From an optimization exercise on the open Yosys and OpenROAD flow, aimed at small area, a short achievable clock period and few clock cycles; shortcuts taken in it are not production practice.
In this exercise RTL edits were held to simulation tests only and were not proved equivalent to the original.
No activity file was given, so power comes from the tool's default toggle rates.

// acd_axu
module acd_axu (
    input  wire        clk,
    input  wire        rst,           
    input  wire        in_valid,
    output wire        in_ready,
    input  wire [31:0] in_insn,       
    input  wire [31:0] in_a,          
    input  wire [31:0] in_b,          
    output reg         out_valid,
    output reg         out_wr,        
    output reg         out_illegal,   
    output reg  [7:0]  out_flags,     
    output reg  [31:0] out_data       
);
    localparam DC  = 16;   
    localparam DCW = 4;
    localparam DD  = 8;    
    localparam DDW = 3;
    integer k;
    reg        i0_v;
    reg [31:0] i0_insn, i0_a, i0_b;
    reg        i0_mulhu;
    reg        rdy;
    wire m_free;                       
    assign in_ready = rdy;
    wire take   = in_valid && rdy;
    wire i0_ld  = !i0_v || m_free;     
    always @(posedge clk) begin
        if (i0_ld) begin
            i0_insn  <= in_insn;
            i0_a     <= in_a;
            i0_b     <= in_b;
            i0_mulhu <= (in_insn[31:26] == 6'h0B) && (in_insn[9:0] == 10'h002);
        end
        if (rst)
            i0_v <= 1'b0;
        else if (i0_ld)
            i0_v <= take;
    end
    wire [5:0] d_op = i0_insn[31:26];
    wire [9:0] d_fn = i0_insn[9:0];
    wire d_fas = |i0_insn[19:18];
    wire d_fra = |i0_insn[17:14];
    wire d_frb = |i0_insn[13:10];
    wire d_md  = (d_op == 6'h0B);
    wire d_acc = (d_op == 6'h18);
    wire d_mul   = d_md && d_fn == 10'h000;
    wire d_mulh  = d_md && d_fn == 10'h001;
    wire d_mulhu = d_md && d_fn == 10'h002;
  ...
Size: ~19000 cells after synthesis, about 1600 flip-flops, ~140 I/O pins.
export LEC_CHECK = 0
export ABC_AREA = 1
export CAP_MARGIN = 30
export CORE_MARGIN = 2
export CORE_UTILIZATION = 45
export SETUP_SLACK_MARGIN = 5
export SLEW_MARGIN = 20
export TNS_END_PERCENT = 5
create_clock -name core_clock -period 16.0 [get_ports {clk}]
standard.sh (not shown) runs the stock make flow with config.mk's settings and CLKGATE_MAP_FILE= SYNTH_SCRIPT=/design/flow/synth_recipe.tcl, a recipe that flattens the netlist after the stock synthesis.
==> flow/flow/run.sh <==
#!/bin/bash
set -uo pipefail
bash standard.sh synth > synth.log 2>&1 || exit 1
for u in 45 38 30; do
    if bash standard.sh SETUP_SLACK_MARGIN=11.5 CORE_UTILIZATION=$u finish > layout_u$u.log 2>&1; then
        exit 0
    fi
    bash standard.sh clean_floorplan clean_place clean_cts clean_route clean_finish > clean_u$u.log 2>&1
done
exit 1
The baseline completed without violations.
Testbench counts at the start, summed over its fixed seeds: cycles 13,439.
Change:
==> flow/flow/run.sh (replaced) <==
#!/bin/bash
set -uo pipefail
bash standard.sh synth > synth.log 2>&1 || exit 1
for u in 52 45 38; do
    if bash standard.sh SETUP_SLACK_MARGIN=11 CORE_UTILIZATION=$u finish > layout_u$u.log 2>&1; then
        exit 0
    fi
    bash standard.sh clean_floorplan clean_place clean_cts clean_route clean_finish > clean_u$u.log 2>&1
done
exit 1
--- a/flow/config.mk
+++ b/flow/config.mk
@@ -7,8 +7,8 @@
 export LEC_CHECK = 0
 export ABC_AREA = 1
-export CAP_MARGIN = 30
+export CAP_MARGIN = 50
 export CORE_MARGIN = 2
-export CORE_UTILIZATION = 45
+export CORE_UTILIZATION = 52
 export SETUP_SLACK_MARGIN = 5
-export SLEW_MARGIN = 20
+export SLEW_MARGIN = 60
 export TNS_END_PERCENT = 5
- The new run finished with timing, DRC and antenna clean
- power decreases by 9.2%
- wire length is lower by 8.0%
- clock-buffer cell count went down by 8
Change:
--- a/flow/config.mk
+++ b/flow/config.mk
@@ -7,8 +7,8 @@
 export LEC_CHECK = 0
 export ABC_AREA = 1
-export CAP_MARGIN = 50
+export CAP_MARGIN = 40
 export CORE_MARGIN = 2
 export CORE_UTILIZATION = 52
 export SETUP_SLACK_MARGIN = 5
-export SLEW_MARGIN = 60
+export SLEW_MARGIN = 40
 export TNS_END_PERCENT = 5
Result: The changed run passed the timing, DRC and antenna checks; count of clock-buffer cells in the layout came out lower by 4; total power went down slightly; flip-flop and latch count does not change; setup slack got worse by 0.092 ns; hold slack stays flat; final area came out lower by a few percent; synthesized area is unchanged; non-clock buffer count went down by 139; synthesized cell count is unchanged.
Change:
==> flow/flow/run.sh (replaced) <==
#!/bin/bash
set -uo pipefail
bash standard.sh synth > synth.log 2>&1 || exit 1
for u in 52 45 38; do
    if bash standard.sh SETUP_SLACK_MARGIN=10.5 CORE_UTILIZATION=$u finish > layout_u$u.log 2>&1; then
        exit 0
    fi
    bash standard.sh clean_floorplan clean_place clean_cts clean_route clean_finish > clean_u$u.log 2>&1
done
exit 1
--- a/flow/config.mk
+++ b/flow/config.mk
@@ -7,8 +7,8 @@
 export LEC_CHECK = 0
 export ABC_AREA = 1
-export CAP_MARGIN = 40
+export CAP_MARGIN = 30
 export CORE_MARGIN = 2
 export CORE_UTILIZATION = 52
 export SETUP_SLACK_MARGIN = 5
-export SLEW_MARGIN = 40
+export SLEW_MARGIN = 20
 export TNS_END_PERCENT = 5
Effect: Via count falls slightly; register-to-register slack loses 0.35 ns; clock skew falls by 0.021 ns; total power decreases by a few percent; setup slack gets worse by 0.35 ns; fmax came out lower by a few percent; cell area is lower by a few percent.

[static timing again, ports no longer ideal]
Ports are ideal in the flow. The routed layouts listed here were re-timed in OpenROAD. Step 1, drivers: a clkbuf_16 drives clk and a buf_2 each remaining input, both assumed. Step 2 times the ports against the registers' clock, not the clock port: input delays grow and output delays shrink by t, the midpoint of the rising clock arrivals with the driver on. a / b / c = no drivers / after step 1 / after step 2; a / b = the first two.
run | t, ns | setup WS [ns] | pins driven straight from the clock port
the first run | 1.040 | 10.540 / 10.540 / 10.540 | 1
the second run | 1.036 | 10.365 / 10.365 / 10.365 | 1
the third run | 1.048 | 10.273 / 10.273 / 10.273 | 1
the fourth run | 1.054 | 9.925 / 9.925 / 9.925 | 1
After both steps every run listed still meets setup and hold.
